What follows belongs to an exercise in optimizing a design on an open flow for small area and a short achievable clock period; a production flow would make more cautious choices. Function was not checked in any run shown here: the RTL went through the layout flow alone. Power and IR drop assume default switching activity.

==> flow/design.v (outline; a module is shown in full before it is edited, if it fits) <==
// module ce_dalu: 239 lines
// module ce_dalu_mac: 908 lines
module ce_dalu (
    input  wire        clk,
    input  wire        rst,          
    input  wire        ins_valid,    
    input  wire [31:0] ins,          
    input  wire [2:0]  rd_sel,       
    output wire [15:0] rd_data,
    output wire [39:0] acc,          
    output wire [4:0]  flags         
);
  // ...
==> flow/run.sh <==
#!/bin/bash
# synth_recipe.tcl (not shown) runs the flow's synth.tcl, then flattens the netlist and writes it again
# the make line also repeats each setting of config.mk as NAME=value (left out here)
make -C /OpenROAD-flow-scripts/flow DESIGN_CONFIG=/design/flow/config.mk WORK_HOME=/design/flow/orfs CLKGATE_MAP_FILE= SYNTH_SCRIPT=/design/flow/synth_recipe.tcl finish
==> flow/config.mk <==
export PLATFORM = sky130hd
export DESIGN_NAME = ce_dalu
export DESIGN_NICKNAME = ce_dalu
export VERILOG_FILES = /design/flow/design.v
export SDC_FILE = /design/flow/constraint.sdc
export NUM_CORES = 8
export LEC_CHECK = 0
export ABC_AREA = 1
export CAP_MARGIN = 20
export CORE_MARGIN = 2
export CORE_UTILIZATION = 55
export CTS_CLUSTER_DIAMETER = 50
export CTS_CLUSTER_SIZE = 10
export SLEW_MARGIN = 20
==> flow/constraint.sdc <==
create_clock -name core_clock -period 20.0 [get_ports {clk}]
set_input_delay 4.0000 -clock core_clock [delete_from_list [all_inputs] [get_ports {clk}]]
set_output_delay 4.0000 -clock core_clock [all_outputs]
set_load 0.01 [all_outputs]
==> impl_metrics.toml, run 1 <==
[status]
status = "finished clean"

[clocking]
cts-root-buf = "clkbuf_16"
cts_buffer_depth = 2
clk_pin_slew_worst_paths_ns = 0.08

[job]
cap_violations = 0

[critical_path]
critPathTopFamily = "buffers and inverters"
crit_type = "input pin to register"
critPathBufInv = 8
rrSetupSlack_ns = 11.60
max_stage_delay_ns = 0.86

[timing]
hold_ws_ns = 0.542
rsz0062_at_grt = "false"

[worst_hold_path]
hold_depth = 2

[grt]
grt_pass1_vias = 30688
grt_first_pass_wirelength_mm = 200

[synth]
synth_xor_area_share_pct = 6.46
synthCells = 4318

[final_layout]
drive_gt1_share_pct = 5.71
inv_count = 624
buffers = 194
layout_commonest_cell = "nand2_1"

[pwr]
powerClk_uw = 366
total_power_uw = 2120

[floorplan]
placementRows = 83

[route]
drc = 0

[place]
place_congestion = 1.11
==> module ce_dalu, before the edit <==
module ce_dalu (
    input  wire        clk,
    input  wire        rst,          
    input  wire        ins_valid,    
    input  wire [31:0] ins,          
    input  wire [2:0]  rd_sel,       
    output wire [15:0] rd_data,
    output wire [39:0] acc,          
    output wire [4:0]  flags         
);
    localparam [5:0] OP_LDI  = 6'h07, OP_MOV  = 6'h08, OP_MTS  = 6'h09;
    localparam [5:0] OP_MPY  = 6'h10, OP_MAC  = 6'h11, OP_MSU  = 6'h12;
    localparam [5:0] OP_MPYI = 6'h13, OP_MACI = 6'h14, OP_CLRA = 6'h15;
    localparam [5:0] OP_LDA  = 6'h16, OP_ADDA = 6'h17, OP_SUBA = 6'h18;
    localparam [5:0] OP_RND  = 6'h19, OP_SHRA = 6'h1A, OP_SHLA = 6'h1B;
    localparam [5:0] OP_ADD  = 6'h20, OP_SUB  = 6'h21, OP_ADDI = 6'h22;
    localparam [5:0] OP_AND  = 6'h23, OP_OR   = 6'h24, OP_XOR  = 6'h25;
    localparam [5:0] OP_SHL  = 6'h26, OP_SHR  = 6'h27, OP_CMP  = 6'h28;
    localparam [5:0] OP_CMPI = 6'h29, OP_MIN  = 6'h2A, OP_MAX  = 6'h2B;
    localparam [5:0] OP_LIM  = 6'h2C, OP_NEG  = 6'h2D, OP_ABS  = 6'h2E;
    reg [15:0] d0, d1, d2, d3, d4, d5, d6, d7;
    reg [39:0] acc_r;
    reg        f_n, f_zr, f_za, f_v, f_c, f_sat;    
    function [15:0] rdmux;
        input [2:0] s;
        input [15:0] r0, r1, r2, r3, r4, r5, r6, r7;
        begin
            rdmux = ({16{s == 3'd0}} & r0) | ({16{s == 3'd1}} & r1) |
                    ({16{s == 3'd2}} & r2) | ({16{s == 3'd3}} & r3) |
                    ({16{s == 3'd4}} & r4) | ({16{s == 3'd5}} & r5) |
                    ({16{s == 3'd6}} & r6) | ({16{s == 3'd7}} & r7);
        end
    endfunction
    wire [5:0]  op   = ins[31:26];
    wire [2:0]  fd   = ins[25:23];
    wire [2:0]  fa   = ins[22:20];
    wire [2:0]  fb   = ins[19:17];
    wire        s_r  = ins[16];
    wire        s_i  = ins[19];
    wire [15:0] imm  = ins[15:0];
    wire [15:0] da = rdmux(fa, d0, d1, d2, d3, d4, d5, d6, d7);
    wire [15:0] db = rdmux(fb, d0, d1, d2, d3, d4, d5, d6, d7);
    wire [15:0] dd = rdmux(fd, d0, d1, d2, d3, d4, d5, d6, d7);
    assign rd_data = rdmux(rd_sel, d0, d1, d2, d3, d4, d5, d6, d7);
    assign acc     = acc_r;
    assign flags   = {f_sat, f_c, f_v, f_za ? (acc_r == 40'd0) : f_zr, f_n};
    wire ex = ins_valid & ~rst;
    wire i_ldi  = (op == OP_LDI);
    wire i_mov  = (op == OP_MOV);
    wire i_mts  = (op == OP_MTS) & (ins[22:17] == 6'd24);
    wire i_mpy  = (op == OP_MPY);
    wire i_mac  = (op == OP_MAC);
    wire i_msu  = (op == OP_MSU);
    wire i_mpyi = (op == OP_MPYI);
    wire i_maci = (op == OP_MACI);
    wire i_clra = (op == OP_CLRA);
    wire i_lda  = (op == OP_LDA);
    wire i_adda = (op == OP_ADDA);
    wire i_suba = (op == OP_SUBA);
    wire i_rnd  = (op == OP_RND);
    wire i_shra = (op == OP_SHRA);
    wire i_shla = (op == OP_SHLA);
    wire i_add  = (op == OP_ADD);
    wire i_sub  = (op == OP_SUB);
    wire i_addi = (op == OP_ADDI);
    wire i_and  = (op == OP_AND);
    wire i_or   = (op == OP_OR);
    wire i_xor  = (op == OP_XOR);
    wire i_shl  = (op == OP_SHL);
    wire i_shr  = (op == OP_SHR);
    wire i_cmp  = (op == OP_CMP);
    wire i_cmpi = (op == OP_CMPI);
    wire i_min  = (op == OP_MIN);
    wire i_max  = (op == OP_MAX);
    wire i_lim  = (op == OP_LIM);
    wire i_neg  = (op == OP_NEG);
    wire i_abs  = (op == OP_ABS);
    wire g_mul = i_mpy | i_mac | i_msu | i_mpyi | i_maci;
    wire g_hi  = i_lda | i_adda | i_suba;
    wire g_acc = g_mul | g_hi | i_clra;
    wire u_acc = i_mac | i_msu | i_maci | i_adda | i_suba;
    wire m_sub = i_msu | i_suba;
    wire m_x2  = i_mpy | i_mac | i_msu | g_hi;
    wire [16:0] mx = m_x2 ? {da, 1'b0} : {da[15], da};
    reg [7:0] b_one, b_two, b_neg;
    integer k;
    reg     b2, b1, b0;
    always @(*) begin
        for (k = 0; k < 8; k = k + 1) begin
            b2 = db[2*k+1];
            b1 = db[2*k];
            b0 = (k == 0) ? 1'b0 : db[2*k-1];
            b_one[k] = g_mul & (b1 ^ b0);
            b_two[k] = (g_mul & ((b2 & ~b1 & ~b0) | (~b2 & b1 & b0))) | (g_hi & (k == 7));
            b_neg[k] = (g_mul & (b2 ^ m_sub)) | (g_hi & (k == 7) & m_sub);
        end
    end
    wire [7:0]  a_hi_m = {acc_r[39], acc_r[39:33]} - 8'd1;
    wire [40:0] a_op   = {u_acc ? a_hi_m : 8'hFF, acc_r[32:0] & {33{u_acc}}};
    wire [40:0] s_mac;
    ce_dalu_mac u_mac (.x(mx), .one(b_one), .two(b_two), .neg(b_neg),
                       .a(a_op), .s(s_mac));
    wire        v_mac = s_mac[40] ^ s_mac[39];
    function [39:0] rev40;
        input [39:0] x;
        integer j;
        begin
            for (j = 0; j < 40; j = j + 1) rev40[j] = x[39-j];
        end
    endfunction
    function [15:0] rev16;
        input [15:0] x;
        integer j;
        begin
            for (j = 0; j < 16; j = j + 1) rev16[j] = x[15-j];
        end
    endfunction
    wire        over39 = imm[5] & (imm[4] | imm[3]);
    wire [5:0]  amt_a  = over39 ? 6'd39 : imm[5:0];
    wire        sh_acc = i_shra | i_shla;
    wire [5:0]  sh_amt = sh_acc ? amt_a : {2'b00, imm[3:0]};
    wire [39:0] acc_rv = rev40(acc_r);
    wire [39:0] sh_in;
    assign sh_in[23:0]  = i_shla ? acc_rv[23:0] : acc_r[23:0];
    assign sh_in[39:24] = i_shla ? acc_rv[39:24] :
                          i_shr  ? da :
                          i_shl  ? rev16(da) : acc_r[39:24];
    wire        sh_fill = i_shra ? acc_r[39] : (i_shr & ~imm[4] & da[15]);
    wire [39:0] sh_1   = sh_amt[0] ? {sh_fill, sh_in[39:1]} : sh_in;
    wire [39:0] sh_2   = sh_amt[1] ? {{2{sh_fill}}, sh_1[39:2]} : sh_1;
    wire [39:0] sh_3   = sh_amt[2] ? {{4{sh_fill}}, sh_2[39:4]} : sh_2;
    wire [39:0] sh_4   = sh_amt[3] ? {{8{sh_fill}}, sh_3[39:8]} : sh_3;
    wire [39:0] sh_5   = sh_amt[4] ? {{16{sh_fill}}, sh_4[39:16]} : sh_4;
    wire [39:0] sh_out = sh_amt[5] ? {{32{sh_fill}}, sh_5[39:32]} : sh_5;
    wire [39:0] acc_shf = i_shla ? rev40(sh_out) : sh_out;
    reg  [39:0] ga;
    integer q;
    always @(*) begin
        ga[39] = 1'b0;
        for (q = 38; q >= 0; q = q - 1)
            ga[q] = ga[q+1] | (acc_r[q] ^ acc_r[39]);
    end
    wire shla_v = ga[6'd39 - amt_a];
    reg  [15:0] gd;
    always @(*) begin
        gd[15] = 1'b0;
        for (q = 14; q >= 0; q = q - 1)
            gd[q] = gd[q+1] | (da[q] ^ da[15]);
    end
    wire        shl_ovf = gd[4'd15 - imm[3:0]];
    wire [15:0] shl_raw = rev16(sh_out[39:24]);
    wire [15:0] r_shl   = (shl_ovf & s_i) ? {da[15], {15{~da[15]}}} : shl_raw;
    wire [15:0] r_shr   = sh_out[39:24];
    wire [24:0] rnd_v   = {acc_r[39], acc_r[39:16]} + {24'd0, acc_r[15]};
    wire        rnd_hi  = ~rnd_v[24] & (rnd_v[23:15] != 9'h000);
    wire        rnd_lo  =  rnd_v[24] & (rnd_v[23:15] != 9'h1FF);
    wire        rnd_sat = s_r & (rnd_hi | rnd_lo);
    wire [15:0] r_rnd   = rnd_sat ? {rnd_v[24], {15{~rnd_v[24]}}} : rnd_v[15:0];
    wire a_zero = i_neg | i_abs;
    wire a_imm  = i_addi | i_cmpi;
    wire a_da   = i_neg | i_abs;
    wire a_inv  = i_sub | i_cmp | i_cmpi | i_neg | (i_abs & da[15]) |
                  i_min | i_max | i_lim;
    wire [15:0] al  = a_zero ? 16'd0 : da;
    wire [15:0] ar0 = a_imm ? imm : a_da ? da : db;
    wire [15:0] ar  = ar0 ^ {16{a_inv}};
    wire [16:0] asum = {1'b0, al} + {1'b0, ar} + {16'd0, a_inv};
    wire        a_c16 = asum[16];
    wire        a_x16 = al[15] ^ ar[15] ^ a_c16;           
    wire        a_ovf = a_x16 ^ asum[15];
    wire        a_s   = (i_addi ? s_i : s_r) & ~(i_cmp | i_cmpi);
    wire [15:0] r_add = (a_ovf & a_s) ? {a_x16, {15{~a_x16}}} : asum[15:0];
    wire        c_alu = (i_add | i_addi) ? a_c16 : ~a_c16;
    wire lt_ab = a_x16;                                     
    wire lt_da = $signed(dd) < $signed(da);
    wire gt_db = $signed(dd) > $signed(db);
    wire gt_ab = ~lt_ab & (asum[15:0] != 16'd0);            
    wire sel_a = i_mov | (i_min & lt_ab) | (i_max & ~lt_ab) | (i_lim & ~gt_ab & lt_da);
    wire sel_b = (i_min & ~lt_ab) | (i_max & lt_ab) | (i_lim & (gt_ab | (~lt_da & gt_db)));
    wire sel_d = i_lim & ~gt_ab & ~lt_da & ~gt_db;
    wire g_add = i_add | i_sub | i_addi | i_cmp | i_cmpi | i_neg | i_abs;
    wire [15:0] wd = ({16{i_ldi}} & imm) |
                     ({16{sel_a}} & da) | ({16{sel_b}} & db) | ({16{sel_d}} & dd) |
                     ({16{i_rnd}} & r_rnd) |
                     ({16{g_add}} & r_add) |
                     ({16{i_and}} & (da & db)) |
                     ({16{i_or}}  & (da | db)) |
                     ({16{i_xor}} & (da ^ db)) |
                     ({16{i_shl}} & r_shl) |
                     ({16{i_shr}} & r_shr);
    wire wd_z = (wd == 16'd0);
    wire wr_d = i_ldi | i_mov | i_rnd | i_add | i_sub | i_addi | i_and | i_or |
                i_xor | i_shl | i_shr | i_min | i_max | i_lim | i_neg | i_abs;
    wire [15:0] wdat = wd & {16{~rst}};
    wire        we   = ex & wr_d;
    always @(posedge clk) begin
        if (rst | (we & (fd == 3'd0))) d0 <= wdat;
        if (rst | (we & (fd == 3'd1))) d1 <= wdat;
        if (rst | (we & (fd == 3'd2))) d2 <= wdat;
        if (rst | (we & (fd == 3'd3))) d3 <= wdat;
        if (rst | (we & (fd == 3'd4))) d4 <= wdat;
        if (rst | (we & (fd == 3'd5))) d5 <= wdat;
        if (rst | (we & (fd == 3'd6))) d6 <= wdat;
        if (rst | (we & (fd == 3'd7))) d7 <= wdat;
    end
    always @(posedge clk) begin
        if (rst)
            acc_r <= 40'd0;
        else if (ex & g_acc)
            acc_r <= s_mac[39:0];
        else if (ex & sh_acc)
            acc_r <= acc_shf;
    end
    wire g_nz16 = i_rnd | g_add | i_and | i_or | i_xor | i_shl | i_shr |
                  i_min | i_max | i_lim;
    wire v_upd16 = g_add | i_and | i_or | i_xor | i_shl | i_shr;
    wire v16 = (g_add & a_ovf) | (i_shl & shl_ovf);
    wire sat16 = (g_add & a_ovf & a_s) | (i_shl & shl_ovf & s_i) | (i_rnd & rnd_sat);
    wire c16 = (i_add | i_addi | i_sub | i_cmp | i_cmpi) & c_alu;
    always @(posedge clk) begin
        if (rst) begin
            f_n <= 1'b0; f_zr <= 1'b0; f_za <= 1'b0;
            f_v <= 1'b0; f_c <= 1'b0; f_sat <= 1'b0;
        end else if (ex) begin
            if (i_mts) begin
                f_n <= dd[0]; f_zr <= dd[1]; f_za <= 1'b0;
                f_v <= dd[2]; f_c <= dd[3]; f_sat <= dd[4];
            end else if (g_acc) begin
                f_n <= s_mac[39]; f_za <= 1'b1; f_v <= v_mac; f_c <= 1'b0;
            end else if (sh_acc) begin
                f_n <= acc_shf[39]; f_za <= 1'b1; f_v <= i_shla & shla_v; f_c <= 1'b0;
            end else if (g_nz16) begin
                f_n <= wd[15]; f_zr <= wd_z; f_za <= 1'b0; f_c <= c16;
                if (v_upd16) f_v <= v16;
                if (sat16) f_sat <= 1'b1;
            end
        end
    end
endmodule
==> run 2: changes to the inputs <==
--- a/flow/design.v
+++ b/flow/design.v
@@ -14,18 +14,21 @@
     localparam [5:0] OP_LDA  = 6'h16, OP_ADDA = 6'h17, OP_SUBA = 6'h18;
     localparam [5:0] OP_RND  = 6'h19, OP_SHRA = 6'h1A, OP_SHLA = 6'h1B;
     localparam [5:0] OP_ADD  = 6'h20, OP_SUB  = 6'h21, OP_ADDI = 6'h22;
     localparam [5:0] OP_AND  = 6'h23, OP_OR   = 6'h24, OP_XOR  = 6'h25;
     localparam [5:0] OP_SHL  = 6'h26, OP_SHR  = 6'h27, OP_CMP  = 6'h28;
     localparam [5:0] OP_CMPI = 6'h29, OP_MIN  = 6'h2A, OP_MAX  = 6'h2B;
     localparam [5:0] OP_LIM  = 6'h2C, OP_NEG  = 6'h2D, OP_ABS  = 6'h2E;
     reg [15:0] d0, d1, d2, d3, d4, d5, d6, d7;
-    reg [39:0] acc_r;
-    reg        f_n, f_zr, f_za, f_v, f_c, f_sat;    
+    reg [40:0] cs_s, cs_c;                         
+    reg        f_n, f_z, f_v, f_c, f_sat;
+    reg        f_na, f_za, f_va;                   
+    wire [40:0] acc_x = cs_s + cs_c;               
+    wire [39:0] acc_r = acc_x[39:0];
     function [15:0] rdmux;
         input [2:0] s;
         input [15:0] r0, r1, r2, r3, r4, r5, r6, r7;
         begin
             rdmux = ({16{s == 3'd0}} & r0) | ({16{s == 3'd1}} & r1) |
                     ({16{s == 3'd2}} & r2) | ({16{s == 3'd3}} & r3) |
                     ({16{s == 3'd4}} & r4) | ({16{s == 3'd5}} & r5) |
                     ({16{s == 3'd6}} & r6) | ({16{s == 3'd7}} & r7);
@@ -38,17 +41,20 @@
     wire        s_r  = ins[16];
     wire        s_i  = ins[19];
     wire [15:0] imm  = ins[15:0];
     wire [15:0] da = rdmux(fa, d0, d1, d2, d3, d4, d5, d6, d7);
     wire [15:0] db = rdmux(fb, d0, d1, d2, d3, d4, d5, d6, d7);
     wire [15:0] dd = rdmux(fd, d0, d1, d2, d3, d4, d5, d6, d7);
     assign rd_data = rdmux(rd_sel, d0, d1, d2, d3, d4, d5, d6, d7);
     assign acc     = acc_r;
-    assign flags   = {f_sat, f_c, f_v, f_za ? (acc_r == 40'd0) : f_zr, f_n};
+    assign flags   = {f_sat, f_c,
+                      f_va ? (acc_x[40] ^ acc_x[39]) : f_v,
+                      f_za ? (acc_r == 40'd0) : f_z,
+                      f_na ? acc_r[39] : f_n};
     wire ex = ins_valid & ~rst;
     wire i_ldi  = (op == OP_LDI);
     wire i_mov  = (op == OP_MOV);
     wire i_mts  = (op == OP_MTS) & (ins[22:17] == 6'd24);
     wire i_mpy  = (op == OP_MPY);
     wire i_mac  = (op == OP_MAC);
     wire i_msu  = (op == OP_MSU);
     wire i_mpyi = (op == OP_MPYI);
@@ -92,20 +98,19 @@
             b0 = (k == 0) ? 1'b0 : db[2*k-1];
             b_one[k] = g_mul & (b1 ^ b0);
             b_two[k] = (g_mul & ((b2 & ~b1 & ~b0) | (~b2 & b1 & b0))) | (g_hi & (k == 7));
             b_neg[k] = (g_mul & (b2 ^ m_sub)) | (g_hi & (k == 7) & m_sub);
         end
     end
     wire [7:0]  a_hi_m = {acc_r[39], acc_r[39:33]} - 8'd1;
     wire [40:0] a_op   = {u_acc ? a_hi_m : 8'hFF, acc_r[32:0] & {33{u_acc}}};
-    wire [40:0] s_mac;
+    wire [40:0] t_s, t_c;
     ce_dalu_mac u_mac (.x(mx), .one(b_one), .two(b_two), .neg(b_neg),
-                       .a(a_op), .s(s_mac));
-    wire        v_mac = s_mac[40] ^ s_mac[39];
+                       .a(a_op), .s0(t_s), .s1(t_c));
     function [39:0] rev40;
         input [39:0] x;
         integer j;
         begin
             for (j = 0; j < 40; j = j + 1) rev40[j] = x[39-j];
         end
     endfunction
     function [15:0] rev16;
@@ -199,56 +204,65 @@
         if (rst | (we & (fd == 3'd2))) d2 <= wdat;
         if (rst | (we & (fd == 3'd3))) d3 <= wdat;
         if (rst | (we & (fd == 3'd4))) d4 <= wdat;
         if (rst | (we & (fd == 3'd5))) d5 <= wdat;
         if (rst | (we & (fd == 3'd6))) d6 <= wdat;
         if (rst | (we & (fd == 3'd7))) d7 <= wdat;
     end
     always @(posedge clk) begin
-        if (rst)
-            acc_r <= 40'd0;
-        else if (ex & g_acc)
-            acc_r <= s_mac[39:0];
-        else if (ex & sh_acc)
-            acc_r <= acc_shf;
+        if (rst) begin
+            cs_s <= 41'd0;
+            cs_c <= 41'd0;
+        end else if (ex & g_acc) begin
+            cs_s <= t_s;
+            cs_c <= t_c;
+        end else if (ex & sh_acc) begin
+            cs_s <= {1'b0, acc_shf};
+            cs_c <= 41'd0;
+        end
     end
     wire g_nz16 = i_rnd | g_add | i_and | i_or | i_xor | i_shl | i_shr |
                   i_min | i_max | i_lim;
     wire v_upd16 = g_add | i_and | i_or | i_xor | i_shl | i_shr;
     wire v16 = (g_add & a_ovf) | (i_shl & shl_ovf);
     wire sat16 = (g_add & a_ovf & a_s) | (i_shl & shl_ovf & s_i) | (i_rnd & rnd_sat);
     wire c16 = (i_add | i_addi | i_sub | i_cmp | i_cmpi) & c_alu;
     always @(posedge clk) begin
         if (rst) begin
-            f_n <= 1'b0; f_zr <= 1'b0; f_za <= 1'b0;
-            f_v <= 1'b0; f_c <= 1'b0; f_sat <= 1'b0;
+            f_n <= 1'b0; f_z <= 1'b0; f_v <= 1'b0; f_c <= 1'b0; f_sat <= 1'b0;
+            f_na <= 1'b0; f_za <= 1'b0; f_va <= 1'b0;
         end else if (ex) begin
             if (i_mts) begin
-                f_n <= dd[0]; f_zr <= dd[1]; f_za <= 1'b0;
-                f_v <= dd[2]; f_c <= dd[3]; f_sat <= dd[4];
+                f_n <= dd[0]; f_z <= dd[1]; f_v <= dd[2]; f_c <= dd[3]; f_sat <= dd[4];
+                f_na <= 1'b0; f_za <= 1'b0; f_va <= 1'b0;
             end else if (g_acc) begin
-                f_n <= s_mac[39]; f_za <= 1'b1; f_v <= v_mac; f_c <= 1'b0;
+                f_na <= 1'b1; f_za <= 1'b1; f_va <= 1'b1; f_c <= 1'b0;
             end else if (sh_acc) begin
-                f_n <= acc_shf[39]; f_za <= 1'b1; f_v <= i_shla & shla_v; f_c <= 1'b0;
+                f_na <= 1'b1; f_za <= 1'b1; f_va <= 1'b0; f_c <= 1'b0;
+                f_v <= i_shla & shla_v;
             end else if (g_nz16) begin
-                f_n <= wd[15]; f_zr <= wd_z; f_za <= 1'b0; f_c <= c16;
-                if (v_upd16) f_v <= v16;
+                f_n <= wd[15]; f_z <= wd_z; f_c <= c16;
+                f_na <= 1'b0; f_za <= 1'b0;
+                if (v_upd16) begin
+                    f_v <= v16; f_va <= 1'b0;
+                end
                 if (sat16) f_sat <= 1'b1;
             end
         end
     end
 endmodule
 module ce_dalu_mac (
     input  wire [16:0] x,       
     input  wire [7:0]  one,     
     input  wire [7:0]  two,     
     input  wire [7:0]  neg,     
     input  wire [40:0] a,       
-    output wire [40:0] s        
+    output wire [40:0] s0,      
+    output wire [40:0] s1
 );
     wire p0_0;
     wire p0_1;
     wire p0_2;
     wire p0_3;
     wire p0_4;
     wire p0_5;
     wire p0_6;
@@ -1138,10 +1152,11 @@
     assign fs125 = hs21 ^ p7_16 ^ fc96;
     assign fc125 = (hs21 & p7_16) | (hs21 & fc96) | (p7_16 & fc96);
     assign fs126 = a[31] ^ hc21 ^ p7_17;
     assign fc126 = (a[31] & hc21) | (a[31] & p7_17) | (hc21 & p7_17);
     assign hs24 = 1'b1 ^ a[32];
     assign hc24 = 1'b1 & a[32];
     wire [40:0] r0 = {a[40], a[39], a[38], a[37], a[36], a[35], a[34], a[33], hs24, fs126, fc124, fs124, fc122, fc121, fs121, fc119, fc118, fc117, fc116, fs116, fc114, fc113, fc112, fc111, fc110, fc109, fc108, fc107, fc106, fc105, fc104, fc103, fc102, fc101, fc100, fc99, fc98, fc97, hc23, hc22, hs22};
     wire [40:0] r1 = {1'b0, 1'b0, 1'b0, 1'b0, 1'b0, 1'b0, 1'b0, hc24, fc126, fc125, fs125, fc123, fs123, fs122, fc120, fs120, fs119, fs118, fs117, fc115, fs115, fs114, fs113, fs112, fs111, fs110, fs109, fs108, fs107, fs106, fs105, fs104, fs103, fs102, fs101, fs100, fs99, fs98, fs97, hs23, p0_0};
-    assign s = r0 + r1;
+    assign s0 = r0;
+    assign s1 = r1;
 endmodule
==> flow/config.mk (replaced) <==
export PLATFORM = sky130hd
export DESIGN_NAME = ce_dalu
export DESIGN_NICKNAME = ce_dalu
export VERILOG_FILES = /design/flow/design.v
export SDC_FILE = /design/flow/constraint.sdc
export NUM_CORES = 8
export LEC_CHECK = 0
export ABC_AREA = 1
export CAP_MARGIN = 20
export CORE_MARGIN = 2
export CORE_UTILIZATION = 45
export CTS_CLUSTER_DIAMETER = 50
export CTS_CLUSTER_SIZE = 10
export SLEW_MARGIN = 20
==> run 2 against run 1 <==
  * Still clean
  * Register-to-register slack improved by 1.8 ns
  * Die area increased by 31%
  * Sequential share of layout area increased by 0.72 points
  * Synthesized cell count increased by 10%
  * Sequential cell count increased by 36
  * Power increased by 6.0%
  * Clock power increased by 79%
  * Sequential power increased by 13%
  * Wire length increased by 12%
  * Highest routed layer unchanged
==> impl_metrics.toml, run 2 <==
[status]
status = "finished clean"

[floorplan]
placementRows = 95
chipHeight_um = 264
ios = 99
die_w_um = 264
dieArea_sq_um = 69600
core_region_area_sq_um = 67000
start_util_pct = 45.3

[critical_path]
crit_type = "input pin to register"
critPathCaptureType = "register"
rrSetupSlack_ns = 13.37
worstSetupStartpointType = "input pin"
critPathArrivalTime_ns = 12.07
worstReg2RegStart = "cs_c[0]$_SDFFE_PP0P_"
reg2reg_depth = 25
rr_endpoint = "d1[2]$_DFFE_PP_"
crit_required_ns = 20.30
path_max_fanout = 16

[timing]
rsz0062_at_grt = "false"
hold_ws_ns = 0.471
tightestPinTransition_ns = 1.21
slew_headroom_pct = 19.1
maxSlewViolCount = 0
setup_tns_ns = 0
period_share_pct = 58.9
hold_viol = 0
setup_viol_count_final = 0
clock.fmax_ghz = 0.0850
clock_skew_ns = 0.0777
min_period_ns = 11.77

[clocking]
cts-root-buf = "clkbuf_16"
clk_pin_slew_worst_paths_ns = 0.06
cts-buffers-inserted = 39
cts_setup_buffers = 0
cts_buffer_depth = 3
post_cts_resized = 0
holdBufCountCts = 0
cts.sinks = 210
insertion_delay_ns = 0.63
htreeDepth = 2
cts_tree = "done"

[place]
port_buffers = 98
place_hpwl_mm = 115
place_congestion = 1.07
dp_cells = 5592
postPlaceCellArea_sq_um = 32300

[synth]
synthCells = 4753
synth_edf_count = 128
synth_area_sq_um = 30400
ys_ff_latch = 210
yosys.area.top_type = "nand2_1"
yosysTopAreaCellShare_pct = 14.3
synth_ff_type = "edfxtp_1"
ys_seq_area_share_pct = 18.1
synth_common_cells = "1155 x nand2_1, 639 x inv_1, 394 x nor2_1"
yosys.cell_count.top_type = "nand2_1"
async_flop_share_pct = 0
ys_types = 65
ys_warn_count = 1
yosys-top-cells-area = "nand2_1 14%, edfxtp_1 13%, fa_1 8.2%"
syn-num-nets = 5059
synth_area_per_cell_sq_um = 6.39

[grt]
overflow = 0
grt_start_max_net_pins = 84
grt_usage_pct = 43.0
antenna_found_initial = 3
grt_pass1_vias = 32808
grt_first_pass_wirelength_mm = 222

[route]
via_count = 36116
dr.max_layer_used = "met5"
first_pass_iters = 8
drt_iter0_drc = 5295
drt_wl_total_mm = 155
postRouteAntennaNets = 0
wl_met1_mm = 61.1
drc = 0
met3_length_mm = 22.1
wl_met2_mm = 61.6
vias_per_cell = 6.38
wire_per_inst_um = 27.3

[pwr]
power_density_nw_per_um2 = 67.1
combPwrFrac_pct = 46.7
total_power_uw = 2250
ir_worst_vdd_mv = 0.0661
p_clk_share_pct = 29.0
seqPwrFrac_pct = 24.3
swShare_pct = 47.0
power_switching_uw = 1060
power.leakage_uw = 0.0153
internal_power_uw = 1190

[worst_hold_path]
hold_depth = 2
min_from = "cs_s[14]$_SDFFE_PP0P_"
min_path_type = "register to register"
min_to = "cs_s[14]$_SDFFE_PP0P_"

[final_layout]
drive_gt1_share_pct = 6.04
final_cells = 5662
top_register = "cs_s"
final_net_count = 5067
layout_commonest_cell = "nand2_1"
postLayoutCellArea_sq_um = 33600
mostFrequentLayoutCells = "1155 x nand2_1, 638 x inv_1, 388 x nor2_1"
largest_register_ffs = 41
reg.largest.list = "cs_s: 41 flops, cs_c: 34 flops"
syn2layout_area_growth_pct = 10.6

[job]
cap_violations = 0
[run 2: how the worst max path moves through the flow]
stage,start,endpoint,slack [ns]
floorplan,rd_sel[2],rd_data[10],10.81
global placement,ins[19],d3[2]$_DFFE_PP_,8.38
detailed placement,ins[19],d3[2]$_DFFE_PP_,8.24
CTS,rd_sel[2],rd_data[12],8.81
global route,ins[19],d1[2]$_DFFE_PP_,8.04
finish,ins[19],d1[2]$_DFFE_PP_,8.23
[run 2: kinds of logic after synthesis]
| family | Yosys count | share of synthesized area, % |
|---|---|---|
| AOI/OAI and AO/OA | 1056 | 20.6 |
| xor gates and xnor gates | 211 | 6.09 |
| adders and majority gates | 268 | 14.1 |
| buffers and inverters | 898 | 11.4 |
| DFF | 210 | 18.1 |
| muxes | 4 | 0.132 |
| and+or+nand+nor | 2106 | 29.5 |
[run 2: critical path, stage by stage]
cell and delay (ns):
clkdlybuf4s50_1 0.86, clkinv_1 0.46, nor3_2 0.88, clkinv_1 0.66, nor2_1 0.23, nor4_1 0.08, buf_4 0.18, inv_1 0.33
nand2_1 0.11, a21oi_1 0.26, xor2_1 0.20, ha_1 0.30, a21oi_1 0.21, o21ai_0 0.11, a21o_1 0.16, a41oi_1 0.34
or2_2 0.18, o21ai_0 0.26, inv_1 0.26, nand3_1 0.14, nand3_2 0.25, nand2_1 0.11, a21oi_1 0.15, o21ai_0 0.13
nor2_1 0.13, nand3_1 0.11, o21ai_0 0.63, inv_1 0.31
[run 2: routing by layer]
metal / track usage, % / vias to the layer above
met4: 23.4 / 4
met2: 60.8 / 2729
li1: - / 15954
met5: 0 / -
met1: 58.4 / 16869
met3: 13.0 / 560
[run 2: cell type report]
type | instances | area (sq um)
inverter | 682 | 2560
timing repair buffer | 183 | 1610
sequential | 210 | 5490
antenna | 2 | 5.00
multi-input combinational | 3645 | 21500
fill | 7138 | 33500
clock buffer | 44 | 1010
clock inverter | 23 | 245
tap | 873 | 1090
[run 2: power by group through the flow]
stage / clock (uW) / sequential [uW] / combinational (uW)
2_1_floorplan: 0 / 540 / 619
3_3_place_gp: 0 / 554 / 993
3_5_place_dp: 0 / 553 / 993
4_1_cts: 658 / 545 / 997
5_1_grt: 679 / 549 / 1110
6_report: 654 / 547 / 1050
[run 2: stage by stage]
stage | setup slack, ns | utilization (%)
finish | 8.23 | 50.1
global route | 8.04 | 50.1
CTS | 8.81 | 50.0
detailed placement | 8.24 | 48.2
global placement | 8.38 | 48.2
floorplan | 10.81 | -
==> run 3: changes to the inputs <==
--- a/flow/config.mk
+++ b/flow/config.mk
@@ -6,9 +6,9 @@
 export NUM_CORES = 8
 export LEC_CHECK = 0
 export ABC_AREA = 1
-export CAP_MARGIN = 20
+export CAP_MARGIN = 60
 export CORE_MARGIN = 2
 export CORE_UTILIZATION = 45
 export CTS_CLUSTER_DIAMETER = 50
 export CTS_CLUSTER_SIZE = 10
-export SLEW_MARGIN = 20
+export SLEW_MARGIN = 60
==> run 3 against run 2 <==
  * Clock skew is 0.018 ns lower
  * Clock power grew 5.0%
  * Synthesized area did not move
  * Wire length grew 0.42%
  * Worst hold slack hardly changed
  * Global-route usage grew 0.15 points
  * Critical path type is now input pin to output pin
  * Largest power group unchanged
==> impl_metrics.toml, run 3 <==
[timing]
period_share_pct = 55.1
rsz0062_at_grt = "false"
hold_viol = 0
maxSlewViolCount = 0
setup_viol_count_final = 0
clock.fmax_ghz = 0.0908
setup_tns_ns = 0
slew_headroom_pct = 55.0
clock_skew_ns = 0.0594
tightestPinTransition_ns = 0.674
min_period_ns = 11.01

[synth]
synthAdderAreaFrac_pct = 14.1
yosysTopAreaCellShare_pct = 14.3
synth_common_cells = "1155 x nand2_1, 639 x inv_1, 394 x nor2_1"
synthCells = 4753
synth_ff_type = "edfxtp_1"
muxShareOfSynthArea_pct = 0.132
ys_seq_area_share_pct = 18.1
yosys-top-cells-area = "nand2_1 14%, edfxtp_1 13%, fa_1 8.2%"
yosys.cell_count.top_type = "nand2_1"
synth_area_per_cell_sq_um = 6.39
ys_warn_count = 1
synth_area_sq_um = 30400
async_flop_share_pct = 0
synth_xor_area_share_pct = 6.09
ys_ff_latch = 210
synth_edf_count = 128
synth-simple-area-share_pct = 29.5
yosys.area.top_type = "nand2_1"
synth_top_family_by_area = "simple AND/OR/NAND/NOR gates"
synth_compound_area_share_pct = 20.6
ys_types = 65
syn-num-nets = 5059

[critical_path]
crit_type = "input pin to output pin"
path_cells = "clkdlybuf4s50_1 > inv_1 > nand2_2 > o22ai_1 > a221oi_1 > o21ai_0 > a21oi_1 > o221ai_1 > clkdlybuf4s50_1"
crit_required_ns = 16.00
critPathArrivalTime_ns = 7.01
slowest_stage = "clkdlybuf4s50_1"
critPathCaptureType = "output pin"
critPathTopFamily = "buffers and inverters"
worstSetupStartpointType = "input pin"
path_max_fanout = 14
cp_common_cell = "clkdlybuf4s50_1"
max_stage_delay_ns = 0.76
critPathBufInv = 3

[final_layout]
layout_commonest_cell = "nand2_1"
postLayoutCellArea_sq_um = 34200
mostFrequentLayoutCells = "1143 x nand2_1, 611 x inv_1, 382 x nor2_1"
nFillCells = 7031
drive_gt1_share_pct = 8.33
final-seq-area_sq_um = 5490
largest_register_ffs = 41
reg.largest.list = "cs_s: 41 flops, cs_c: 34 flops"
top_register = "cs_s"
syn2layout_area_growth_pct = 12.6
multi_input_area_sq_um = 21900
final_net_count = 5083

[clocking]
insertion_delay_ns = 0.61
holdBufCountCts = 0
post_cts_resized = 0
cts_setup_buffers = 0
cts_tree = "done"
cts.sinks = 210
clk_pin_slew_worst_paths_ns = 0.05
cts-root-buf = "clkbuf_16"
cts_buffer_depth = 3
cts-buffers-inserted = 40
htreeDepth = 2

[floorplan]
dieArea_sq_um = 69600
ios = 99
chipHeight_um = 264
start_util_pct = 45.3
die_w_um = 264
placementRows = 95
core_region_area_sq_um = 67000

[grt]
grt_start_max_net_pins = 84
grt_usage_pct = 43.2
grt_pass1_vias = 33104
antenna_found_initial = 3
grt_first_pass_wirelength_mm = 224
overflow = 0

[route]
vias_per_cell = 6.41
drt_wl_total_mm = 155
wire_per_inst_um = 27.3
drt_iter0_drc = 5379
postRouteAntennaNets = 0
first_pass_iters = 6
drc = 0
via_count = 36411

[job]
cap_violations = 0

[worst_hold_path]
min_path_type = "register to register"

[place]
postPlaceCellArea_sq_um = 32700
place_congestion = 1.07
port_buffers = 98
place_hpwl_mm = 116

[pwr]
ir_worst_vdd_mv = 0.0710
power.leakage_uw = 0.0155
power_density_nw_per_um2 = 67.4

[status]
status = "finished clean"
[run 3: per-layer routing]
metal	vias to the layer above	global-route usage (%)	share of wire [%]
li1	15975	-	-
met1	17040	58.6	40
met2	2755	61.6	40
met3	635	12.6	14
met4	6	23.2	6.8
met5	-	0	0.026
[run 3: path summary, 6_finish.rpt]
path / startpoint / to / slack (ns) / cells after the start
setup / recovery: rd_sel[2] / rd_data[12] / 8.99 / 9
hold / removal: cs_s[14]$_SDFFE_PP0P_ / cs_s[14]$_SDFFE_PP0P_ / 0.47 / 2
setup reg to reg: cs_c[0]$_SDFFE_PP0P_ / d4[3]$_DFFE_PP_ / 13.80 / 24
hold reg to reg: cs_s[14]$_SDFFE_PP0P_ / cs_s[14]$_SDFFE_PP0P_ / 0.47 / 2
[run 3: kinds of logic (layout without fill, tap and decap cells)]
kind of cell             after synthesis  after routing
AND/OR/NAND/NOR                     2106           2106
AO/OA/AOI/OAI                       1056           1056
buffers and inverters                898            949
adder cells (fa/ha/maj)              268            268
XOR/XNOR                             211            211
flip-flops                           210            210
multiplexers                           4              4
other                                  0              1
[run 3: worst register-to-register path: stages, from the launching register on]
cell and delay (ns):
dfxtp_1 0.37, ha_1 0.31, fa_1 0.48, nand3_1 0.10, nand3_1 0.21, nand2_1 0.13
nand2_1 0.18, nand2_1 0.11, nand2_1 0.14, xor2_2 0.47, ha_1 0.30, nand3_1 0.22
nor2_1 0.37, nand2_1 0.11, xor2_1 0.53, nand2_1 0.11, nor2_1 0.22, nand3_2 0.13
nand3_2 0.26, inv_2 0.11, o21ai_1 0.29, nand2_1 0.11, nor3_1 0.31, or2_1 0.21
inv_1 0.13
[run 3: layout make-up]
| class | instances | area share, % |
|---|---|---|
| timing repair buffer | 198 | 5.16 |
| antenna | 1 | 0.00732 |
| clock buffer | 46 | 2.99 |
| tap | 873 | 3.19 |
| sequential | 210 | 16.0 |
| clock inverter | 23 | 0.911 |
| multi-input combinational | 3645 | 64.2 |
| inverter | 682 | 7.52 |
[run 3: through the flow]
| step | setup WS [ns] | cells | util (%) | hold slack, ns | power, uW |
|---|---|---|---|---|---|
| 2_1_floorplan | 10.81 | 4753 | - | 0.445 | 1160 |
| 3_3_place_gp | 8.38 | 5591 | 48.2 | 0.461 | 1550 |
| 3_5_place_dp | 8.77 | 5601 | 48.8 | 0.465 | 1560 |
| 4_1_cts | 9.11 | 5670 | 50.8 | 0.473 | 2250 |
| 5_1_grt | 8.72 | 5677 | 51.0 | 0.491 | 2390 |
| 6_report | 8.99 | 5678 | 51.0 | 0.471 | 2310 |
[run 3: report_power, final]
part	switching [uW]	internal, uW	total, uW
Sequential	33.7	514	548
Clock	272	415	687
Combinational	770	301	1070
Total	1080	1230	2310
==> run 4: changes to the inputs <==
==> flow/flow/run.sh (new file) <==
#!/bin/bash
# Standard layout, with plain buffers (not delay cells) on the ports.
set -euo pipefail
bash standard.sh BUFFER_PORTS_ARGS="-buffer_cell sky130_fd_sc_hd__buf_2" finish > make.log 2>&1
==> flow/standard.sh (new file) <==
#!/bin/bash
# synth_recipe.tcl (not shown) runs the flow's synth.tcl, then flattens the netlist and writes it again
# the make line also repeats each setting of config.mk as NAME=value (left out here)
make -C /OpenROAD-flow-scripts/flow DESIGN_CONFIG=/design/flow/config.mk WORK_HOME=/design/flow/orfs CLKGATE_MAP_FILE= SYNTH_SCRIPT=/design/flow/synth_recipe.tcl "${@:-finish}"
--- a/flow/config.mk
+++ b/flow/config.mk
@@ -6,9 +6,9 @@
 export NUM_CORES = 8
 export LEC_CHECK = 0
 export ABC_AREA = 1
-export CAP_MARGIN = 60
+export CAP_MARGIN = 20
 export CORE_MARGIN = 2
 export CORE_UTILIZATION = 45
 export CTS_CLUSTER_DIAMETER = 50
 export CTS_CLUSTER_SIZE = 10
-export SLEW_MARGIN = 60
+export SLEW_MARGIN = 20
removed: flow/run.sh
==> run 4 against run 3 <==
  * Still clean
  * Power is 1.4% higher
  * Cell count shrank 0.12%
  * Sequential cell count did not move
  * Synthesized cell count did not move
  * Combinational power about the same
  * Via count shrank 0.35%
  * Sequential share of layout area increased by 0.44 points
  * Worst hold slack worse by 0.0037 ns
  * Clock-buffer cell count rose by 2
  * Final area fell by 2.7%
  * First-iteration DRC count increased by 8.9%
  * Register-to-register slack lost 0.37 ns
  * Critical path type is now input pin to register
  * Largest power group unchanged
==> impl_metrics.toml, run 4 <==
[job]
cap_violations = 0

[timing]
setup_viol_count_final = 0
rsz0062_at_grt = "false"
setup_tns_ns = 0
hold_viol = 0
min_period_ns = 10.67
maxSlewViolCount = 0
tightestPinTransition_ns = 1.26
clock_skew_ns = 0.0864
period_share_pct = 53.4
slew_headroom_pct = 15.4
clock.fmax_ghz = 0.0937

[place]
postPlaceCellArea_sq_um = 31800
place_hpwl_mm = 118
place_congestion = 1.04
port_buffers = 98

[floorplan]
start_util_pct = 45.3
dieArea_sq_um = 69600
chipHeight_um = 264
ios = 99
placementRows = 95
core_region_area_sq_um = 67000
die_w_um = 264

[route]
wire_per_inst_um = 27.7
first_pass_iters = 9
drt_wl_total_mm = 157
drt_iter0_drc = 5860
drc = 0
postRouteAntennaNets = 0
via_count = 36282
vias_per_cell = 6.40

[synth]
ys_ff_latch = 210
synth_common_cells = "1155 x nand2_1, 639 x inv_1, 394 x nor2_1"
synth_edf_count = 128
ys_seq_area_share_pct = 18.1
synth_ff_type = "edfxtp_1"
yosys.area.top_type = "nand2_1"
yosys.cell_count.top_type = "nand2_1"
syn-num-nets = 5059
synth_area_sq_um = 30400
async_flop_share_pct = 0
ys_warn_count = 1
synthCells = 4753
synth_area_per_cell_sq_um = 6.39
ys_types = 65
yosys-top-cells-area = "nand2_1 14%, edfxtp_1 13%, fa_1 8.2%"
yosysTopAreaCellShare_pct = 14.3

[final_layout]
finalCoreUtilization_pct = 49.6
layout_commonest_cell = "nand2_1"
drive_gt1_share_pct = 8.24
largest_register_ffs = 41
syn2layout_area_growth_pct = 9.59
nFillCells = 7170
reg.largest.list = "cs_s: 41 flops, cs_c: 34 flops"
postLayoutCellArea_sq_um = 33300
final_net_count = 5071
mostFrequentLayoutCells = "1155 x nand2_1, 638 x inv_1, 387 x nor2_1"
top_register = "cs_s"

[critical_path]
rrSetupSlack_ns = 13.43
crit_end = "d4[13]$_DFFE_PP_"
cp_common_cell = "nand2_1"
path_max_fanout = 12
critPathArrivalTime_ns = 10.98
worstSetupStartpointType = "input pin"
max_stage_delay_ns = 0.83
critPathCaptureType = "register"
startpoint = "ins[19]"
crit_required_ns = 20.31
slowest_stage = "a21oi_1"
crit_type = "input pin to register"
worstReg2RegStart = "cs_c[0]$_SDFFE_PP0P_"
rr_endpoint = "d4[13]$_DFFE_PP_"
reg2reg_depth = 24

[grt]
grt_start_max_net_pins = 86
grt_first_pass_wirelength_mm = 226
overflow = 0
grt_pass1_vias = 33076
antenna_found_initial = 5
grt_usage_pct = 43.8

[status]
status = "finished clean"

[clocking]
htreeDepth = 2
cts-root-buf = "clkbuf_16"
cts_buffer_depth = 3
cts_setup_buffers = 0
cts.sinks = 210
holdBufCountCts = 0
insertion_delay_ns = 0.66
cts-buffers-inserted = 41
post_cts_resized = 0
clk_pin_slew_worst_paths_ns = 0.06
cts_tree = "done"

[pwr]
power_density_nw_per_um2 = 70.3
ir_worst_vdd_mv = 0.0742
power.leakage_uw = 0.0155

[worst_hold_path]
min_path_type = "register to register"
==> run 4: where the power goes <==
group          leakage, uW  internal (uW)  switching (uW)
Clock             0.000691            451             292
Combinational       0.0128            278             771
Sequential         0.00198            514            32.2
==> run 4: cells by family after synthesis <==
kind of cell               after synthesis  share of synthesized area [%]
adders and majority gates              268                           14.1
AOI/OAI and AO/OA                     1056                           20.6
DFF                                    210                           18.1
and+or+nand+nor                       2106                           29.5
xor gates and xnor gates               211                           6.09
buffers and inverters                  898                           11.4
muxes                                    4                          0.132
==> run 4: per-layer routing <==
metal	track usage (%)	vias up	wire length [um]
met2	62.2	2739	62200
met4	20.3	8	8680
li1	-	15976	-
met1	60.5	17017	63200
met5	0	-	57
met3	13.3	542	22700
==> run 4: how the worst min path moves through the flow <==
| stage | start | to | slack, ns | cells past startpoint |
|---|---|---|---|---|
| floorplan | cs_c[10]$_SDFFE_PP0P_ | cs_c[10]$_SDFFE_PP0P_ | 0.44 | 2 |
| global placement | cs_c[15]$_SDFFE_PP0P_ | cs_c[15]$_SDFFE_PP0P_ | 0.46 | 2 |
| detailed placement | cs_c[15]$_SDFFE_PP0P_ | cs_c[15]$_SDFFE_PP0P_ | 0.46 | 2 |
| CTS | cs_c[15]$_SDFFE_PP0P_ | cs_c[15]$_SDFFE_PP0P_ | 0.47 | 2 |
| global route | cs_c[15]$_SDFFE_PP0P_ | cs_c[15]$_SDFFE_PP0P_ | 0.48 | 2 |
| finish | cs_c[15]$_SDFFE_PP0P_ | cs_c[15]$_SDFFE_PP0P_ | 0.47 | 2 |
==> run 4: worst max-delay path: cells and delay by family <==
kind / cells / cell delay, ns
compound gates: 8 / 2.28
buf+inv: 4 / 1.45
simple gates: 14 / 2.30
xor+xnor: 2 / 0.59
fa+ha+maj: 1 / 0.33
==> run 4: per-stage QoR <==
| step | total power [uW] | worst slack [ns] | hold WS (ns) | std cells |
|---|---|---|---|---|
| finish | 2340 | 9.33 | 0.467 | 5671 |
| global route | 2420 | 9.05 | 0.484 | 5669 |
| CTS | 2280 | 9.72 | 0.469 | 5669 |
| detailed placement | 1540 | 9.16 | 0.460 | 5595 |
| global placement | 1550 | 9.15 | 0.458 | 5595 |
| floorplan | 1160 | 10.81 | 0.445 | 4753 |
==> run 4: layout make-up <==
type | count | area, sq um | share of cell area (%)
antenna | 2 | 5.00 | 0.0150
clock buffer | 48 | 1080 | 3.25
clock inverter | 26 | 359 | 1.08
inverter | 682 | 2560 | 7.69
multi-input combinational | 3645 | 21500 | 64.8
sequential | 210 | 5490 | 16.5
tap | 873 | 1090 | 3.28
timing repair buffer | 185 | 1140 | 3.44

[what the ideal ports hide]
How much do the figures lean on ideal ports? The routed layouts below were timed once more, with nothing changed but the port constraints. Step 1 sets driving cells, clkbuf_16 on the clock port and buf_2 on the other inputs (assumed; they add their load-dependent delay and slew). Step 2 times the ports against the registers' clock, not the clock port: input delays grow and output delays shrink by t, the midpoint of the rising clock arrivals with the driver on. Slacks: no drivers / after step 1 / after step 2; pairs: no drivers / after step 1.
run	shift t [ns]	slack for setup (ns)	hold WS [ns]	clock arrival spread, ns
run 1	0.552	6.673 / 6.713 / 6.161	0.542 / 0.542 / 0.542	0.023 / 0.024
run 2	0.659	8.229 / 8.275 / 7.616	0.471 / 0.471 / 0.471	0.078 / 0.078
run 3	0.648	8.986 / 8.962 / 8.405	0.471 / 0.471 / 0.471	0.060 / 0.060
run 4	0.678	9.327 / 9.370 / 8.692	0.467 / 0.467 / 0.467	0.086 / 0.087
After both steps every run listed still meets setup and hold. The setup slack of run 4, which loses most, moves by +0.043 ns with the drivers and by -0.635 ns with both steps.
